This design comes from an exercise in tuning for small area, a short achievable clock period and few clock cycles per item on the open sky130 flow, not from production work. No functional check of the RTL was part of any run shown here.

==> design.v <==
module sha256_engine (
    input  wire         clk,
    input  wire         rst,         
    input  wire         in_valid,
    output wire         in_ready,
    input  wire [31:0]  in_data,
    input  wire         in_init,     
    input  wire         in_sha224,   
    output reg          out_valid,
    output wire [255:0] out_digest
);
    localparam [255:0] IV256 = {32'h6a09e667, 32'hbb67ae85, 32'h3c6ef372, 32'ha54ff53a,
                                32'h510e527f, 32'h9b05688c, 32'h1f83d9ab, 32'h5be0cd19};
    localparam [255:0] IV224 = {32'hc1059ed8, 32'h367cd507, 32'h3070dd17, 32'hf70e5939,
                                32'hffc00b31, 32'h68581511, 32'h64f98fa7, 32'hbefa4fa4};
    reg        run;         
    reg [5:0]  t;           
    reg [3:0]  cnt;         
    reg        ibv;         
    reg [31:0] ib;
    reg        pinit, p224;    
    reg        cinit, c224;    
    reg        last;           
    reg        fin;            
    reg        rot;            
    reg [31:0] h0, ax, ay, az, h4, ex, ey, ez;
    reg [31:0] a, b, c, d, e, f, g, h;
    reg [31:0] p;               
    reg [31:0] w [0:15];        
    integer i;
    wire hi    = (t[5:4] == 2'b11);
    wire xfer  = ibv & hi & (t[3:0] == cnt);
    reg  start;      
    reg  ld_alt;     
    reg  ivld;       
    assign in_ready   = ~ibv | xfer;
    assign out_digest = {h0, az, ay, ax, h4, ez, ey, ex};
    wire       accept = in_valid & in_ready;
    wire [3:0] idx    = cnt + {3'd0, ibv};
    reg [31:0] k_n;
    always @(*) begin
        case (t)
            6'd0:    k_n = 32'h71374491; 6'd1:    k_n = 32'hb5c0fbcf;
            6'd2:    k_n = 32'he9b5dba5; 6'd3:    k_n = 32'h3956c25b;
            6'd4:    k_n = 32'h59f111f1; 6'd5:    k_n = 32'h923f82a4;
            6'd6:    k_n = 32'hab1c5ed5; 6'd7:    k_n = 32'hd807aa98;
            6'd8:    k_n = 32'h12835b01; 6'd9:    k_n = 32'h243185be;
            6'd10:   k_n = 32'h550c7dc3; 6'd11:   k_n = 32'h72be5d74;
            6'd12:   k_n = 32'h80deb1fe; 6'd13:   k_n = 32'h9bdc06a7;
            6'd14:   k_n = 32'hc19bf174; 6'd15:   k_n = 32'he49b69c1;
            6'd16:   k_n = 32'hefbe4786; 6'd17:   k_n = 32'h0fc19dc6;
            6'd18:   k_n = 32'h240ca1cc; 6'd19:   k_n = 32'h2de92c6f;
            6'd20:   k_n = 32'h4a7484aa; 6'd21:   k_n = 32'h5cb0a9dc;
            6'd22:   k_n = 32'h76f988da; 6'd23:   k_n = 32'h983e5152;
            6'd24:   k_n = 32'ha831c66d; 6'd25:   k_n = 32'hb00327c8;
            6'd26:   k_n = 32'hbf597fc7; 6'd27:   k_n = 32'hc6e00bf3;
            6'd28:   k_n = 32'hd5a79147; 6'd29:   k_n = 32'h06ca6351;
            6'd30:   k_n = 32'h14292967; 6'd31:   k_n = 32'h27b70a85;
            6'd32:   k_n = 32'h2e1b2138; 6'd33:   k_n = 32'h4d2c6dfc;
            6'd34:   k_n = 32'h53380d13; 6'd35:   k_n = 32'h650a7354;
            6'd36:   k_n = 32'h766a0abb; 6'd37:   k_n = 32'h81c2c92e;
            6'd38:   k_n = 32'h92722c85; 6'd39:   k_n = 32'ha2bfe8a1;
            6'd40:   k_n = 32'ha81a664b; 6'd41:   k_n = 32'hc24b8b70;
            6'd42:   k_n = 32'hc76c51a3; 6'd43:   k_n = 32'hd192e819;
            6'd44:   k_n = 32'hd6990624; 6'd45:   k_n = 32'hf40e3585;
            6'd46:   k_n = 32'h106aa070; 6'd47:   k_n = 32'h19a4c116;
            6'd48:   k_n = 32'h1e376c08; 6'd49:   k_n = 32'h2748774c;
            6'd50:   k_n = 32'h34b0bcb5; 6'd51:   k_n = 32'h391c0cb3;
            6'd52:   k_n = 32'h4ed8aa4a; 6'd53:   k_n = 32'h5b9cca4f;
            6'd54:   k_n = 32'h682e6ff3; 6'd55:   k_n = 32'h748f82ee;
            6'd56:   k_n = 32'h78a5636f; 6'd57:   k_n = 32'h84c87814;
            6'd58:   k_n = 32'h8cc70208; 6'd59:   k_n = 32'h90befffa;
            6'd60:   k_n = 32'ha4506ceb; 6'd61:   k_n = 32'hbef9a3f7;
            6'd62:   k_n = 32'hc67178f2; default  k_n = 32'h428a2f98;
        endcase
    end
    function [31:0] add_bk(input [31:0] u, input [31:0] v);
        reg [31:0] gg, pp, p0;
        integer s, j;
        begin
            gg = u & v;
            p0 = u ^ v;
            pp = p0;
            for (s = 1; s < 32; s = s * 2)
                for (j = 2*s-1; j < 32; j = j + 2*s) begin
                    gg[j] = gg[j] | (pp[j] & gg[j-s]);
                    pp[j] = pp[j] & pp[j-s];
                end
            for (s = 8; s >= 1; s = s / 2)
                for (j = 3*s-1; j < 32; j = j + 2*s) begin
                    gg[j] = gg[j] | (pp[j] & gg[j-s]);
                    pp[j] = pp[j] & pp[j-s];
                end
            add_bk = p0 ^ {gg[30:0], 1'b0};
        end
    endfunction
    wire [255:0] iv_p = p224 ? IV224 : IV256;
    wire [255:0] iv_c = c224 ? IV224 : IV256;
    wire [31:0] s1  = {e[5:0], e[31:6]} ^ {e[10:0], e[31:11]} ^ {e[24:0], e[31:25]};
    wire [31:0] s0  = {a[1:0], a[31:2]} ^ {a[12:0], a[31:13]} ^ {a[21:0], a[31:22]};
    wire [31:0] chv = (e & f) ^ (~e & g);
    wire [31:0] mjv = (a & b) ^ (a & c) ^ (b & c);
    wire [31:0] ya  = last ? h0 : 32'd0;
    wire [31:0] ye  = last ? h4 : 32'd0;
    wire [31:0] a1s  = p ^ s1 ^ chv;
    wire [31:0] a1c  = (p & s1 | p & chv | s1 & chv);
    wire [31:0] a1cs = {a1c[30:0], 1'b0};
    wire [31:0] a2s  = ya ^ s0 ^ mjv;
    wire [31:0] a2c  = (ya & s0 | ya & mjv | s0 & mjv);
    wire [31:0] a2cs = {a2c[30:0], 1'b0};
    wire [31:0] a3s  = a1s ^ a1cs ^ a2s;
    wire [31:0] a3c  = (a1s & a1cs | a1s & a2s | a1cs & a2s);
    wire [31:0] a3cs = {a3c[30:0], 1'b0};
    wire [31:0] a4s  = a3s ^ a3cs ^ a2cs;
    wire [31:0] a4c  = (a3s & a3cs | a3s & a2cs | a3cs & a2cs);
    wire [31:0] a4cs = {a4c[30:0], 1'b0};
    wire [31:0] a_r  = a4s + a4cs;
    wire [31:0] e1s  = d ^ p ^ ye;
    wire [31:0] e1c  = (d & p | d & ye | p & ye);
    wire [31:0] e1cs = {e1c[30:0], 1'b0};
    wire [31:0] e2s  = e1s ^ e1cs ^ s1;
    wire [31:0] e2c  = (e1s & e1cs | e1s & s1 | e1cs & s1);
    wire [31:0] e2cs = {e2c[30:0], 1'b0};
    wire [31:0] e3s  = e2s ^ e2cs ^ chv;
    wire [31:0] e3c  = (e2s & e2cs | e2s & chv | e2cs & chv);
    wire [31:0] e3cs = {e3c[30:0], 1'b0};
    wire [31:0] e_r  = e3s + e3cs;
    wire [31:0] suma = add_bk(ax, fin ? a : 32'd0);
    wire [31:0] sume = add_bk(ex, fin ? e : 32'd0);
    wire [31:0] ss0    = {w[1][6:0], w[1][31:7]} ^ {w[1][17:0], w[1][31:18]} ^ (w[1] >> 3);
    wire [31:0] ss1    = {w[14][16:0], w[14][31:17]} ^ {w[14][18:0], w[14][31:19]} ^ (w[14] >> 10);
    wire [31:0] w1s    = w[9] ^ w[0] ^ ss0;
    wire [31:0] w1c    = (w[9] & w[0] | w[9] & ss0 | w[0] & ss0);
    wire [31:0] w1cs   = {w1c[30:0], 1'b0};
    wire [31:0] w2s    = w1s ^ w1cs ^ ss1;
    wire [31:0] w2c    = (w1s & w1cs | w1s & ss1 | w1cs & ss1);
    wire [31:0] w_next = add_bk(w2s, {w2c[30:0], 1'b0});
    wire [31:0] gp     = start ? (pinit ? iv_p[31:0] : ey) : g;
    wire [31:0] p1s    = gp ^ k_n ^ w[1];
    wire [31:0] p1c    = (gp & k_n | gp & w[1] | k_n & w[1]);
    wire [31:0] p_next = add_bk(p1s, {p1c[30:0], 1'b0});
    wire [5:0] tn   = start ? 6'd0 :
                      (t == 6'd63 || (~run & cnt == 4'd0 & ~ibv)) ? 6'd48 : t + 6'd1;
    wire       runn = start | (run & t != 6'd63);
    wire       ibvn = accept | (ibv & ~xfer);
    wire [3:0] cntn = cnt + {3'd0, xfer};
    wire       pinn = (accept & idx == 4'd0) ? in_init : pinit;
    wire       stn  = (tn == 6'd63) & ibvn & (cntn == 4'd15);
    always @(posedge clk) begin
        for (i = 0; i < 15; i = i + 1)
            w[i] <= w[i+1];
        if (run & ~hi)
            w[15] <= w_next;
        else if (xfer)
            w[15] <= ib;
        else
            w[15] <= w[0];
        if (accept) begin
            ib <= in_data;
            if (idx == 4'd0) begin
                pinit <= in_init;
                p224  <= in_sha224;
            end
        end
        p <= p_next;
        a <= ld_alt ? (pinit ? iv_p[255:224] : h0) : a_r;
        b <= start ? (pinit ? iv_p[223:192] : suma) : a;
        c <= start ? (pinit ? iv_p[191:160] : az) : b;
        d <= start ? (pinit ? iv_p[159:128] : ay) : c;
        e <= ld_alt ? (pinit ? iv_p[127:96]  : h4) : e_r;
        f <= start ? (pinit ? iv_p[95:64]   : sume) : e;
        g <= start ? (pinit ? iv_p[63:32]   : ez) : f;
        h <= start ? (pinit ? iv_p[31:0]    : ey) : g;
        if (last)
            h0 <= a_r;
        else if (ivld)
            h0 <= iv_c[255:224];
        if (last)
            h4 <= e_r;
        else if (ivld)
            h4 <= iv_c[127:96];
        if (ivld) begin
            ax <= iv_c[159:128]; ay <= iv_c[191:160]; az <= iv_c[223:192];
            ex <= iv_c[31:0];    ey <= iv_c[63:32];   ez <= iv_c[95:64];
        end else if (rot) begin
            ax <= ay; ay <= az; az <= suma;
            ex <= ey; ey <= ez; ez <= sume;
        end
        if (start) begin
            cinit <= pinit;
            c224  <= p224;
        end
        if (rst) begin
            run       <= 1'b0;
            t         <= 6'd48;
            cnt       <= 4'd0;
            ibv       <= 1'b0;
            out_valid <= 1'b0;
            last      <= 1'b0;
            fin       <= 1'b0;
            rot       <= 1'b0;
            start     <= 1'b0;
            ld_alt    <= 1'b0;
            ivld      <= 1'b0;
        end else begin
            out_valid <= last;
            last      <= run & (t == 6'd62);
            fin       <= run & (t == 6'd60 || t == 6'd61 || t == 6'd62);
            rot       <= (t == 6'd60 || t == 6'd61 || t == 6'd62);
            ibv       <= ibvn;
            cnt       <= cntn;
            t         <= tn;
            run       <= runn;
            start     <= stn;
            ld_alt    <= stn & (pinn | ~runn);
            ivld      <= start & pinit;
        end
    end
endmodule
==> run.sh <==
#!/bin/bash
# synth_recipe.tcl (not shown) runs the flow's synth.tcl, then flattens the netlist and writes it again
# the make line also repeats each setting of config.mk as NAME=value (left out here)
make -C /OpenROAD-flow-scripts/flow DESIGN_CONFIG=/design/flow/config.mk WORK_HOME=/design/flow/orfs CLKGATE_MAP_FILE= SYNTH_SCRIPT=/design/flow/synth_recipe.tcl finish
==> config.mk <==
export PLATFORM = sky130hd
export DESIGN_NAME = sha256_engine
export DESIGN_NICKNAME = sha256_engine
export VERILOG_FILES = /design/flow/design.v
export SDC_FILE = /design/flow/constraint.sdc
export NUM_CORES = 4
export LEC_CHECK = 0
export CAP_MARGIN = 20
export CORE_MARGIN = 2
export CORE_UTILIZATION = 40
export PLACE_DENSITY = 0.6
export SLEW_MARGIN = 20
==> constraint.sdc <==
create_clock -name core_clock -period 10.0 [get_ports {clk}]
set_input_delay 2.0000 -clock core_clock [delete_from_list [all_inputs] [get_ports {clk}]]
set_output_delay 2.0000 -clock core_clock [all_outputs]
set_load 0.01 [all_outputs]
==> flow_summary.json, run 1 <==
{
  "status": "no timing/DRC/antenna violations",
  "fin_ws_ns": 3.99,
  "ys.flop_type": "dfxtp_1",
  "clock_latency_ns": 0.77,
  "path_cells": "xnor2_1 > xnor2_1 > fa_1 > inv_1 > fa_1 > inv_1 > fa_1 > ha_1 > and2_1 > and3_1 > a21bo_2 > o311ai_2 > o22ai_1 > o221ai_1 > o21ai_1 > xor2_1 > a21o_1",
  "synth_most_common_cell": "dfxtp_1",
  "worst-setup-path-type": "reg2reg",
  "drt-initial-drc-count": 3776,
  "clockRootBuffer": "clkbuf_16",
  "yosysTopAreaCell": "dfxtp_1",
  "areaGrowthSynthToFinish_pct": 15.8,
  "hold_viol_final": 0,
  "ant_nets": 0,
  "hold_path_end": "w[6][22]",
  "track_usage_pct": 27.3,
  "num_io_pins": 295,
  "syn_area_per_cell_sq_um": 10.7,
  "tritoncts": "done",
  "max_stage_delay_ns": 0.79,
  "dp_hpwl_um": 148000,
  "dieArea_sq_um": 140000,
  "via_per_inst": 5.37,
  "ff2ff_path_depth": 17,
  "largest_register_ffs": 512,
  "critPathMaxFanout": 6,
  "r2r_slack_ns": 3.99,
  "holdPathStages": 0,
  "dieWidth_um": 374,
  "cap_violations": 0,
  "wl_per_cell_um": 26.9,
  "yosys-top-cells-area": "dfxtp_1, edfxtp_1, fa_1, inv_1, ha_1",
  "syn_area_sq_um": 54700,
  "place.gp.congestion": 0.984,
  "min-delay-path-class": "reg2reg",
  "top_register": "w",
  "drv_slew": 0,
  "grt_pass1_wl_um": 277000,
  "synth_fp_nets": 5723,
  "io_buffers": 294,
  "grt_max_degree": 170,
  "antenna_found_initial": 6,
  "place_ws_ns": 4.11,
  "required_ns": 10.52,
  "ys_async_sr_fraction_pct": 0,
  "finalSetupTns_ns": 0,
  "ctsResizeCount": 0,
  "crit_path_start_kind": "flip-flop",
  "max_freq_mhz": 166,
  "core_area_sq_um": 136000,
  "htreeDepth": 3,
  "min-delay-start": "w[7][22]",
  "drt-total-wl_um": 193000,
  "skew_ns": 0.0480,
  "numCtsBuffers": 116,
  "timing.rr.end": "h0[29]",
  "via_count": 38500,
  "start_util_pct": 40.3,
  "num_rows": 135,
  "syn_inst": 5110,
  "die_h_um": 374,
  "postCtsSetupRepairBufs": 0,
  "yosys_warnings": 2,
  "post-route-min-period_ns": 6.01,
  "yosysUniqueCellTypes": 86,
  "drc": 0,
  "clk_pin_slew_ns": 0.07,
  "hold_ws_ns": 0.286,
  "slowest_stage": "dfxtp_1",
  "clockBufferDepth": 3,
  "synth-seq-cells": 1110,
  "drtPass1Iterations": 6,
  "fin_nets": 5905,
  "tightest_slew_ns": 1.11,
  "critPathArrivalTime_ns": 6.53,
  "synth_top_area_share_pct": 30.0,
  "synth_seq_area_share_pct": 45.9,
  "end_kind": "flip-flop",
  "grt_overflow": 0,
  "drive_gt1_share_pct": 7.62,
  "crit_top_cell": "fa_1",
  "synth_edf_count": 291,
  "ctsHoldBuffers": 0,
  "cts_sinks": 1110,
  "slew_headroom_pct": 26.3,
  "grt_pass1_vias": 38600,
  "synth_commonest_cells": "dfxtp_1, inv_1, fa_1",
  "rsz0062_at_grt": "no",
  "setup_viol": 0,
  "fin_crit_sh_pct": 60.1,
  "r2r-start": "e[19]"
}
[per-stage QoR]
step	cell area [sq um]	instances	utilization, %
final	63400	7176	46.7
after floorplan	54700	5110	-
after detailed placement	59300	6955	43.7
after CTS	63400	7175	46.7
after global placement	59300	6955	43.7
after global routing	63400	7175	46.7
[worst max path at each step]
stage          slack, ns      to   from  cells after the start
2_1_floorplan       4.63  h4[29]   last                     21
3_3_place_gp        4.19  h4[31]   last                     18
3_5_place_dp        4.11   p[31]  pinit                     19
4_1_cts             4.09   p[31]  pinit                     19
5_1_grt             3.58   p[31]  pinit                     19
6_report            3.99  h0[29]  e[19]                     17
[cell usage in the layout, fill, tap and decap left out, types with 175 or more instances in the layout]
cell             instances
inv_1                  697
ha_1                   207
xnor2_1                295
dfxtp_1                814
fa_1                   369
o21ai_0                352
a21oi_1                175
clkdlybuf4s50_1        294
nand2_1                239
edfxtp_1               291
[critical path: cells and delay by family (launching register included)]
kind | cells | cell delay (ns)
adder cells (fa/ha/maj) | 4 | 1.74
XOR/XNOR | 3 | 0.94
buffers and inverters | 2 | 0.17
AO/OA/AOI/OAI | 6 | 1.70
AND/OR/NAND/NOR | 2 | 0.40
flip-flops | 1 | 0.79
[final cells by class]
class / instances / area (sq um)
Timing Repair Buffer: 347 / 3350
Antenna cell: 1 / 2.50
Inverter: 705 / 2650
Multi-Input combinational cell: 3012 / 25900
Tap cell: 1781 / 2230
Clock buffer: 152 / 3230
Clock inverter: 68 / 888
Fill cell: 12600 / 72300
Sequential cell: 1110 / 25100
[logic make-up after synthesis]
group	synth area share (%)
buf+inv	6.89
fa+ha+maj	18.8
flops	45.9
xor+xnor	6.18
simple gates	7.94
mux	2.10
compound gates	12.2
[layer usage]
| metal | share of wire, % | vias to the layer above | global-route usage (%) | routed length [um] |
|---|---|---|---|---|
| met5 | 0.014 | - | 0 | 27 |
| met4 | 5.0 | 4 | 12.5 | 9620 |
| met3 | 7.1 | 374 | 4.45 | 13700 |
| met2 | 47 | 1597 | 44.7 | 91000 |
| met1 | 41 | 19300 | 35.4 | 78400 |
| li1 | - | 17300 | - | - |
==> run 2: changes to the inputs <==
--- a/design.v
+++ b/design.v
@@ -21,6 +21,7 @@
     reg        pinit, p224;    
     reg        cinit, c224;    
     reg        last;           
+    reg  [1:0] lya, lye;       
     reg        fin;            
     reg        rot;            
     reg [31:0] h0, ax, ay, az, h4, ex, ey, ez;
@@ -100,8 +101,8 @@
     wire [31:0] s0  = {a[1:0], a[31:2]} ^ {a[12:0], a[31:13]} ^ {a[21:0], a[31:22]};
     wire [31:0] chv = (e & f) ^ (~e & g);
     wire [31:0] mjv = (a & b) ^ (a & c) ^ (b & c);
-    wire [31:0] ya  = last ? h0 : 32'd0;
-    wire [31:0] ye  = last ? h4 : 32'd0;
+    wire [31:0] ya  = {lya[1] ? h0[31:16] : 16'd0, lya[0] ? h0[15:0] : 16'd0};
+    wire [31:0] ye  = {lye[1] ? h4[31:16] : 16'd0, lye[0] ? h4[15:0] : 16'd0};
     wire [31:0] a1s  = p ^ s1 ^ chv;
     wire [31:0] a1c  = (p & s1 | p & chv | s1 & chv);
     wire [31:0] a1cs = {a1c[30:0], 1'b0};
@@ -197,6 +198,8 @@
             ibv       <= 1'b0;
             out_valid <= 1'b0;
             last      <= 1'b0;
+            lya       <= 2'b00;
+            lye       <= 2'b00;
             fin       <= 1'b0;
             rot       <= 1'b0;
             start     <= 1'b0;
@@ -205,6 +208,10 @@
         end else begin
             out_valid <= last;
             last      <= run & (t == 6'd62);
+            lya[0]    <= run & (t == 6'd62);
+            lya[1]    <= fin & (t == 6'd62);
+            lye[0]    <= run & (t[5:1] == 5'd31) & ~t[0];
+            lye[1]    <= fin & (t[5:1] == 5'd31) & ~t[0];
             fin       <= run & (t == 6'd60 || t == 6'd61 || t == 6'd62);
             rot       <= (t == 6'd60 || t == 6'd61 || t == 6'd62);
             ibv       <= ibvn;
==> flow_summary.json, run 2 <==
{
  "status": "no timing/DRC/antenna violations",
  "antenna_found_initial": 5,
  "ff2ff_path_depth": 21,
  "fin_crit_sh_pct": 61.7,
  "crit_path_start_kind": "flip-flop",
  "synth_commonest_cells": "dfxtp_1, inv_1, fa_1",
  "drtPass1Iterations": 6,
  "clk_pin_slew_ns": 0.06,
  "grt_overflow": 0,
  "worst-setup-path-type": "reg2reg",
  "syn_area_per_cell_sq_um": 10.6,
  "r2r-start": "pinit",
  "final_common_cell": "dfxtp_1",
  "dieWidth_um": 375,
  "synth-seq-cells": 1113,
  "most-common-layout-cells": "dfxtp_1, inv_1, fa_1",
  "clockRootBuffer": "clkbuf_16",
  "critPathMaxFanout": 93,
  "track_usage_pct": 27.3,
  "num_io_pins": 295,
  "via_count": 38900,
  "critPathArrivalTime_ns": 6.81,
  "wl_per_cell_um": 26.7,
  "place.gp.congestion": 0.992,
  "yosysUniqueCellTypes": 96,
  "drv_slew": 0,
  "drt-total-wl_um": 193000,
  "ant_nets": 0,
  "num_rows": 135,
  "syn_inst": 5175,
  "yosys_warnings": 2,
  "timing.rr.end": "p[31]",
  "synth_fp_nets": 5789,
  "dp_hpwl_um": 147000,
  "path_cells": "buf_12 > inv_2 > buf_4 > nand2_2 > buf_4 > o22ai_1 > fa_1 > inv_1 > ha_1 > a21oi_1 > nor2_1 > a211oi_1 > o21ai_0 > o211ai_1 > o21ai_0 > a2111oi_0 > o31ai_1 > fa_1 > xnor2_1 > xnor2_1 > xnor2_1",
  "skew_ns": 0.0646,
  "tightest_slew_ns": 1.14,
  "holdPathStages": 0,
  "drive_gt1_share_pct": 7.28,
  "cts_sinks": 1113,
  "crit_top_cell": "xnor2_1",
  "die_h_um": 375,
  "max_freq_mhz": 162,
  "tritoncts": "done",
  "synth_edf_count": 291,
  "min-delay-path-class": "reg2reg",
  "syn_area_sq_um": 54900,
  "core_area_sq_um": 136000,
  "setup_viol": 0,
  "yosysTopAreaCell": "dfxtp_1",
  "max_stage_delay_ns": 0.61,
  "via_per_inst": 5.38,
  "hold_path_end": "w[3][22]",
  "slew_headroom_pct": 23.5,
  "htreeDepth": 3,
  "ctsResizeCount": 0,
  "end_kind": "flip-flop",
  "min-delay-start": "w[4][22]",
  "io_buffers": 294,
  "clockBufferDepth": 3,
  "hold_viol_final": 0,
  "drt-initial-drc-count": 4145,
  "required_ns": 10.64,
  "ys_async_sr_fraction_pct": 0,
  "synth_top_area_share_pct": 30.0,
  "start_util_pct": 40.4,
  "finalSetupTns_ns": 0,
  "final_util_pct": 46.7,
  "ys.flop_type": "dfxtp_1",
  "yosys-top-cells-area": "dfxtp_1, edfxtp_1, fa_1, inv_1, ha_1",
  "cap_violations": 0,
  "numCtsBuffers": 117,
  "place_ws_ns": 3.78,
  "dieArea_sq_um": 140000,
  "grt_pass1_vias": 38400,
  "critPathBufInv": 5,
  "r2r_slack_ns": 3.83,
  "synth_seq_area_share_pct": 45.9,
  "areaGrowthSynthToFinish_pct": 15.7,
  "drc": 0,
  "fin_ws_ns": 3.83,
  "synth_most_common_cell": "dfxtp_1",
  "clock_latency_ns": 0.77,
  "post-route-min-period_ns": 6.17,
  "grt_pass1_wl_um": 277000,
  "largest_register_ffs": 512,
  "rsz0062_at_grt": "no",
  "grt_max_degree": 150,
  "slowest_stage": "buf_4",
  "fin_nets": 5967,
  "cp_top_family": "compound AO/OA/AOI/OAI gates",
  "ctsHoldBuffers": 0,
  "postCtsSetupRepairBufs": 0,
  "top_register": "w"
}
## run 2: worst register-to-register path: cells and delay by family, from the launching register on
family / cells / cell delay (ns)
flip-flops: 1 / 0.37
adder cells (fa/ha/maj): 3 / 1.20
AND/OR/NAND/NOR: 2 / 0.46
XOR/XNOR: 3 / 0.42
buffers and inverters: 5 / 1.51
AO/OA/AOI/OAI: 8 / 2.09
## run 2: worst max path at each step
stage / start / to / slack, ns / cells past startpoint
6_report: pinit / p[31] / 3.83 / 21
5_1_grt: pinit / p[31] / 3.34 / 21
4_1_cts: pinit / p[31] / 3.81 / 21
3_5_place_dp: pinit / p[31] / 3.78 / 21
3_3_place_gp: pinit / p[31] / 3.86 / 21
2_1_floorplan: start / p[31] / 5.02 / 21
## run 2: per-layer routing
layer  global-route usage (%)  vias up  routed length [um]
li1                         -    17500                   -
met5                        0        -                   0
met4                     12.1        0                9180
met1                     38.0    19500               84200
met2                     41.8     1640               85000
met3                     4.37      301               14500
## run 2: cell families after synthesis
family,count (synthesis),synth area share [%]
DFF,1113,45.9
and+or+nand+nor,847,7.49
AOI/OAI and AO/OA,1161,13.6
buffers and inverters,1003,6.99
adders and majority gates,608,18.7
muxes,62,1.22
xor gates and xnor gates,381,6.09
## run 2: through the flow
step | hold WS (ns) | cell area (sq um) | instances
after CTS | 0.285 | 63600 | 7237
after global placement | 0.310 | 59400 | 7015
after detailed placement | 0.312 | 59400 | 7015
after global routing | 0.299 | 63600 | 7237
final | 0.291 | 63600 | 7238
after floorplan | 0.310 | 54900 | 5175
## run 2: cell type report
type / instances / area [sq um]
diodes: 1 / 2.50
clock buffers: 151 / 3290
clock inverters: 71 / 827
fillers: 12500 / 72400
inverters: 714 / 2680
multi-input cells: 3059 / 26000
flip-flops and latches: 1113 / 25200
well taps: 1781 / 2230
repair buffers: 348 / 3370
==> run 3: changes to the inputs <==
--- a/design.v
+++ b/design.v
@@ -116,14 +116,11 @@
     wire [31:0] a4c  = (a3s & a3cs | a3s & a2cs | a3cs & a2cs);
     wire [31:0] a4cs = {a4c[30:0], 1'b0};
     wire [31:0] a_r  = a4s + a4cs;
-    wire [31:0] e1s  = d ^ p ^ ye;
-    wire [31:0] e1c  = (d & p | d & ye | p & ye);
-    wire [31:0] e1cs = {e1c[30:0], 1'b0};
-    wire [31:0] e2s  = e1s ^ e1cs ^ s1;
-    wire [31:0] e2c  = (e1s & e1cs | e1s & s1 | e1cs & s1);
+    wire [31:0] e2s  = a1s ^ a1cs ^ d;
+    wire [31:0] e2c  = (a1s & a1cs | a1s & d | a1cs & d);
     wire [31:0] e2cs = {e2c[30:0], 1'b0};
-    wire [31:0] e3s  = e2s ^ e2cs ^ chv;
-    wire [31:0] e3c  = (e2s & e2cs | e2s & chv | e2cs & chv);
+    wire [31:0] e3s  = e2s ^ e2cs ^ ye;
+    wire [31:0] e3c  = (e2s & e2cs | e2s & ye | e2cs & ye);
     wire [31:0] e3cs = {e3c[30:0], 1'b0};
     wire [31:0] e_r  = e3s + e3cs;
     wire [31:0] suma = add_bk(ax, fin ? a : 32'd0);
--- a/config.mk
+++ b/config.mk
@@ -9,4 +9,5 @@
 export CORE_MARGIN = 2
 export CORE_UTILIZATION = 40
 export PLACE_DENSITY = 0.6
+export SETUP_SLACK_MARGIN = 5
 export SLEW_MARGIN = 20
==> flow_summary.json, run 3 <==
{
  "status": "no timing/DRC/antenna violations",
  "num_io_pins": 295,
  "place_ws_ns": 4.14,
  "drtPass1Iterations": 6,
  "synth_simple_gate_area_share_pct": 7.91,
  "ys_async_sr_fraction_pct": 0,
  "slew_headroom_pct": 21.7,
  "fin_ws_ns": 4.65,
  "path_cells": "xnor2_1 > xnor2_1 > fa_1 > fa_1 > inv_1 > ha_1 > a21o_1 > a21o_1 > a2111o_1 > a221oi_4 > a21oi_4 > a2111oi_4 > o31ai_4 > o41a_1 > fa_2 > xor2_1 > xnor2_1 > xnor2_1 > nand2_1 > o21ai_0",
  "die_h_um": 372,
  "most-common-layout-cells": "dfxtp_1, inv_1, o21ai_0",
  "wl_per_cell_um": 27.5,
  "drive_gt1_share_pct": 13.5,
  "start_util_pct": 40.1,
  "via_per_inst": 5.47,
  "dp_hpwl_um": 147000,
  "syn_area_per_cell_sq_um": 10.8,
  "top_register": "w",
  "synth_seq_area_share_pct": 46.5,
  "via_count": 39300,
  "track_usage_pct": 28.3,
  "ant_nets": 0,
  "clockRootBuffer": "clkbuf_16",
  "critPathBufInv": 1,
  "grt_max_degree": 167,
  "grt_pass1_wl_um": 280000,
  "grt_pass1_vias": 38700,
  "grt_overflow": 0,
  "final_common_cell": "dfxtp_1",
  "synth-seq-cells": 1113,
  "core_area_sq_um": 135000,
  "synth_commonest_cells": "dfxtp_1, inv_1, o21ai_0",
  "num-fill-cells": 12200,
  "drc": 0,
  "tightest_slew_ns": 1.17,
  "drt-initial-drc-count": 4409,
  "required_ns": 10.61,
  "synth_edf_count": 291,
  "crit_top_cell": "xnor2_1",
  "hold_viol_final": 0,
  "synth_most_common_cell": "dfxtp_1",
  "ctsHoldBuffers": 0,
  "worst-setup-path-type": "reg2reg",
  "place_inst": 6864,
  "dieArea_sq_um": 138000,
  "skew_ns": 0.0610,
  "num_rows": 135,
  "crit_path_start_kind": "flip-flop",
  "clockBufferDepth": 3,
  "cts_sinks": 1113,
  "numCtsBuffers": 116,
  "setup_viol": 0,
  "min-delay-path-class": "reg2reg",
  "htreeDepth": 3,
  "cap_violations": 0,
  "finalSetupTns_ns": 0,
  "clk_pin_slew_ns": 0.06,
  "io_buffers": 294,
  "critPathMaxFanout": 5,
  "fin_nets": 5881,
  "yosys_warnings": 2,
  "syn_inst": 5024,
  "max_freq_mhz": 187,
  "synth_top_family_by_area": "adder cells",
  "dieWidth_um": 372,
  "rsz0062_at_grt": "yes",
  "max_stage_delay_ns": 0.57,
  "antenna_found_initial": 14,
  "ys.flop_type": "dfxtp_1",
  "yosys-top-cells-area": "dfxtp_1, edfxtp_1, fa_1, ha_1, xnor2_1",
  "cp_top_family": "compound AO/OA/AOI/OAI gates",
  "drv_slew": 0,
  "drt-total-wl_um": 198000,
  "tritoncts": "done",
  "yosysTopAreaCell": "dfxtp_1",
  "place.gp.congestion": 1.03,
  "synth.area.mux_share_pct": 2.06,
  "syn_area_sq_um": 54200,
  "critPathArrivalTime_ns": 5.96,
  "slowest_stage": "fa_1",
  "post-route-min-period_ns": 5.35,
  "fin_crit_sh_pct": 53.5,
  "synth_compound_area_share_pct": 13.2,
  "clock_latency_ns": 0.78,
  "synth_top_area_share_pct": 30.4,
  "end_kind": "flip-flop",
  "areaGrowthSynthToFinish_pct": 20.0,
  "yosysUniqueCellTypes": 92,
  "largest_register_ffs": 512,
  "synthAdderAreaFrac_pct": 17.9,
  "synth_fp_nets": 5607,
  "synth_xor_area_share_pct": 6.16,
  "fin_cells": 7185
}
==> run 3: cell types whose count changed after synthesis, moves of 16 or more <==
cell	change
nor2_1	-42
a21oi_1	-114
nand2_1	-19
o21a_1	+16
o21ai_0	+38
fa_1	-31
inv_1	-93
nor3_1	+25
buf_2	-19
clkbuf_1	+27
nand2b_1	+29
mux2_2	+28
==> run 3: worst register-to-register path, delay by kind of cell, from the launching register on <==
family / cells / cell delay (ns)
buffers and inverters: 1 / 0.06
AND/OR/NAND/NOR: 1 / 0.06
AO/OA/AOI/OAI: 9 / 2.23
XOR/XNOR: 5 / 0.75
flip-flops: 1 / 0.51
adder cells (fa/ha/maj): 4 / 1.62
==> run 3: path summary, 6_finish.rpt <==
| check | endpoint | slack, ns | cells past startpoint | startpoint |
|---|---|---|---|---|
| max | w[15][31] | 4.65 | 20 | w[1][8] |
| min | w[12][16] | 0.29 | 0 | w[13][16] |
| max reg2reg | w[15][31] | 4.65 | 20 | w[1][8] |
| min reg2reg | w[12][16] | 0.29 | 0 | w[13][16] |
==> run 3: final cells by class <==
cell class	instances	area, sq um	share of cell area [%]
Antenna cell	5	12.5	0.0192
Sequential cell	1113	25400	39.0
Clock buffer	166	3450	5.31
Multi-Input combinational cell	3007	26600	40.9
Tap cell	1781	2230	3.43
Timing Repair Buffer	438	4390	6.76
Inverter	622	2340	3.60
Clock inverter	53	612	0.941
==> run 3: logic make-up (layout without fill, tap and decap cells) <==
family | after synthesis | after routing
compound gates | 1096 | 1096
xor+xnor | 381 | 381
other cells | 0 | 5
buf+inv | 905 | 1279
fa+ha+maj | 577 | 577
flops | 1113 | 1113
mux | 103 | 103
simple gates | 849 | 850
==> run 3: repair_timing <==
item,4_1_cts,5_1_grt
gates resized for setup,223,135
cloned,4,0
pin swaps,65,88
endpoints found under the setup margin,110,67
setup buffers,59,33
==> run 3: per-layer routing <==
metal	vias up	GRT usage [%]	part of all wire (%)
li1	17400	-	-
met1	19600	35.9	40
met2	1825	45.6	46
met3	440	5.87	8.1
met4	8	14.9	6.0
met5	-	0	0.081
==> run 3: metrics by stage <==
stage               hold WS, ns  instance area [sq um]  utilization, %
global placement          0.310                  58700            43.5
detailed placement        0.312                  58700            43.5
floorplan                 0.310                  54200               -
global route              0.305                  65000            48.2
finish                    0.292                  65000            48.2
CTS                       0.290                  64100            47.5
==> run 4: changes to the inputs <==
--- a/design.v
+++ b/design.v
@@ -33,6 +33,7 @@
     wire xfer  = ibv & hi & (t[3:0] == cnt);
     reg  start;      
     reg  ld_alt;     
+    reg  gnorm, gey, g256, g224;    
     reg  ivld;       
     assign in_ready   = ~ibv | xfer;
     assign out_digest = {h0, az, ay, ax, h4, ez, ey, ex};
@@ -133,7 +134,8 @@
     wire [31:0] w2s    = w1s ^ w1cs ^ ss1;
     wire [31:0] w2c    = (w1s & w1cs | w1s & ss1 | w1cs & ss1);
     wire [31:0] w_next = add_bk(w2s, {w2c[30:0], 1'b0});
-    wire [31:0] gp     = start ? (pinit ? iv_p[31:0] : ey) : g;
+    wire [31:0] gp     = ({32{gnorm}} & g) | ({32{gey}} & ey) |
+                         ({32{g256}} & IV256[31:0]) | ({32{g224}} & IV224[31:0]);
     wire [31:0] p1s    = gp ^ k_n ^ w[1];
     wire [31:0] p1c    = (gp & k_n | gp & w[1] | k_n & w[1]);
     wire [31:0] p_next = add_bk(p1s, {p1c[30:0], 1'b0});
@@ -143,6 +145,7 @@
     wire       ibvn = accept | (ibv & ~xfer);
     wire [3:0] cntn = cnt + {3'd0, xfer};
     wire       pinn = (accept & idx == 4'd0) ? in_init : pinit;
+    wire       p2n  = (accept & idx == 4'd0) ? in_sha224 : p224;
     wire       stn  = (tn == 6'd63) & ibvn & (cntn == 4'd15);
     always @(posedge clk) begin
         for (i = 0; i < 15; i = i + 1)
@@ -201,6 +204,10 @@
             rot       <= 1'b0;
             start     <= 1'b0;
             ld_alt    <= 1'b0;
+            gnorm     <= 1'b1;
+            gey       <= 1'b0;
+            g256      <= 1'b0;
+            g224      <= 1'b0;
             ivld      <= 1'b0;
         end else begin
             out_valid <= last;
@@ -217,6 +224,10 @@
             run       <= runn;
             start     <= stn;
             ld_alt    <= stn & (pinn | ~runn);
+            gnorm     <= ~stn;
+            gey       <= stn & ~pinn;
+            g256      <= stn & pinn & ~p2n;
+            g224      <= stn & pinn & p2n;
             ivld      <= start & pinit;
         end
     end
--- a/config.mk
+++ b/config.mk
@@ -8,6 +8,8 @@
 export CAP_MARGIN = 20
 export CORE_MARGIN = 2
 export CORE_UTILIZATION = 40
+export CTS_BUF_LIST = sky130_fd_sc_hd__clkbuf_8
+export CTS_CLUSTER_SIZE = 20
 export PLACE_DENSITY = 0.6
 export SETUP_SLACK_MARGIN = 5
 export SLEW_MARGIN = 20
==> flow_summary.json, run 4 <==
{
  "final_common_cell": "dfxtp_1",
  "largest_register_ffs": 512,
  "min-delay-start": "w[4][21]",
  "cts_sinks": 1117,
  "finalSetupTns_ns": 0,
  "antenna_found_initial": 5,
  "place_ws_ns": 3.48,
  "tightest_slew_ns": 1.15,
  "most-common-layout-cells": "dfxtp_1, inv_1, o21ai_0",
  "synth_seq_area_share_pct": 46.7,
  "worst-setup-path-type": "reg2reg",
  "via_count": 38900,
  "tritoncts": "done",
  "cap_violations": 0,
  "clk_pin_slew_ns": 0.07,
  "synth-seq-cells": 1117,
  "fin_ws_ns": 5.01,
  "synth_commonest_cells": "dfxtp_1, inv_1, o21ai_0",
  "num_io_pins": 295,
  "wl_per_cell_um": 25.9,
  "syn_inst": 5081,
  "yosys_warnings": 2,
  "grt_max_degree": 87,
  "ys_async_sr_fraction_pct": 0,
  "yosys-top-cells-area": "dfxtp_1, edfxtp_1, fa_1, ha_1, xnor2_1",
  "fin_crit_sh_pct": 49.9,
  "critPathMaxFanout": 5,
  "drv_slew": 0,
  "place.gp.congestion": 0.981,
  "critPathArrivalTime_ns": 5.84,
  "synth_edf_count": 291,
  "clockRootBuffer": "clkbuf_8",
  "status": "no timing/DRC/antenna violations",
  "synth_fp_nets": 5664,
  "num-fill-cells": 12500,
  "core_area_sq_um": 135000,
  "synth_most_common_cell": "dfxtp_1",
  "end_kind": "flip-flop",
  "rsz0062_at_grt": "yes",
  "syn_area_sq_um": 54200,
  "numCtsBuffers": 185,
  "yosysUniqueCellTypes": 84,
  "clockBufferDepth": 3,
  "post-route-min-period_ns": 4.99,
  "fin_nets": 5975,
  "grt_pass1_vias": 38300,
  "ys.flop_type": "dfxtp_1",
  "r2r-start": "e[3]",
  "final_util_pct": 47.6,
  "dp_hpwl_um": 143000,
  "drt-initial-drc-count": 3807,
  "dieWidth_um": 372,
  "ctsHoldBuffers": 0,
  "ant_nets": 0,
  "yosysTopAreaCell": "dfxtp_1",
  "drtPass1Iterations": 6,
  "die_h_um": 372,
  "setup_viol": 0,
  "cp-startpoint": "e[3]",
  "grt_overflow": 0,
  "io_buffers": 294,
  "areaGrowthSynthToFinish_pct": 18.6,
  "crit_path_start_kind": "flip-flop",
  "required_ns": 10.85,
  "drc": 0,
  "grt_pass1_wl_um": 268000,
  "clock_latency_ns": 0.94,
  "syn_area_per_cell_sq_um": 10.7,
  "slew_headroom_pct": 23.5,
  "synth_top_area_share_pct": 30.5,
  "via_per_inst": 5.30,
  "hold_viol_final": 0,
  "htreeDepth": 4,
  "drive_gt1_share_pct": 13.6,
  "top_register": "w",
  "dieArea_sq_um": 138000,
  "drt-total-wl_um": 190000,
  "num_rows": 135,
  "start_util_pct": 40.1,
  "max_freq_mhz": 201,
  "track_usage_pct": 27.2,
  "min-delay-path-class": "reg2reg",
  "skew_ns": 0.0525
}
-- run 4: cell count changes in the layout (fill, tap and decap cells not counted), sizes merged, moves of 18 or more --
cell and change:
inv +114, a221oi +24, buf -35, nand2 +53
a22o -20, nor3 -18, a21oi +30, a21o -26
clkbuf +59
-- run 4: metrics by stage --
stage / hold WS (ns) / cell area, sq um / std cells
floorplan: 0.310 / 54200 / 5081
global placement: 0.310 / 58700 / 6931
detailed placement: 0.312 / 58700 / 6931
CTS: 0.270 / 63400 / 7296
global route: 0.286 / 64200 / 7332
finish: 0.288 / 64200 / 7338
-- run 4: repair_timing --
item | CTS | global route
endpoints found under the setup margin | 110 | 72
pin swaps | 22 | 61
gates resized for setup | 160 | 143
buffers inserted | 20 | 35
-- run 4: logic make-up after synthesis --
group | share of synthesized area, %
xor gates and xnor gates | 6.21
buffers and inverters | 6.80
and+or+nand+nor | 7.83
DFF | 46.7
AOI/OAI and AO/OA | 12.9
muxes | 1.81
adders and majority gates | 17.8
-- run 4: worst max-delay path: stages (launching register included) --
cell and delay, ns:
dfxtp_4 0.44, mux2_2 0.40, fa_2 0.63, fa_1 0.44
inv_1 0.19, fa_1 0.46, inv_1 0.11, ha_4 0.22
nor2b_2 0.16, o31a_1 0.29, o221ai_4 0.23, buf_4 0.16
a21oi_2 0.07, a31oi_1 0.37, o21bai_2 0.14, a2111oi_0 0.42
nand3b_1 0.20
-- run 4: layout make-up --
cell class                 instances  area, sq um  area share [%]
antenna                            7         17.5          0.0273
clock buffer                     226         3110            4.84
sequential                      1117        25400            39.6
tap                             1781         2230            3.47
inverter                         684         2590            4.03
multi-input combinational       3005        26000            40.5
timing repair buffer             399         3780            5.88
clock inverter                   119         1030            1.60
-- run 4: worst paths after layout --
kind                            endpoint  slack, ns  cells after the start
worst min register to register  w[3][21]       0.29                      0
worst max register to register     e[23]       5.01                     16
worst min-delay path            w[3][21]       0.29                      0
worst max-delay path               e[23]       5.01                     16
-- run 4: per-layer routing --
metal  share of wire (%)  routed length [um]  global-route usage [%]  vias up
met1                  42               80000                    36.1    19400
li1                    -                   -                       -    17600
met3                 8.2               15600                    6.44      346
met4                 4.8                9110                    11.9        2
met5              0.0068                  13                       0        -
met2                  45               85200                    42.4     1639

-- port drivers added, routing unchanged --
In the flow no input, the clock included, has a driving cell. The finished layouts below were timed again as built, in two steps.
Step 1, drivers: a clkbuf_16 drives clk and a buf_2 each remaining input, both assumed.
Step 2, shift: input delay + t, output delay - t, t = (earliest + latest rising clock arrival at the registers) / 2. This alone moves slack from input paths to output paths.
a / b / c = no drivers / after step 1 / after step 2; a / b = the first two.
run	t (ns)	setup WS [ns]	hold WS [ns]	latest minus earliest clock arrival (ns)
run 1	0.820	3.993 / 3.993 / 3.993	0.286 / 0.286 / 0.286	0.050 / 0.050
run 2	0.816	3.832 / 3.832 / 3.832	0.291 / 0.291 / 0.291	0.065 / 0.064
run 3	0.829	4.650 / 4.650 / 4.332	0.292 / 0.292 / 0.292	0.062 / 0.062
run 4	0.992	5.014 / 5.014 / 4.300	0.288 / 0.288 / 0.288	0.053 / 0.053
After both steps setup and hold are still met in every run listed. The setup slack of run 4, which loses most, moves by 0.000 ns with the drivers and by -0.714 ns with both steps.
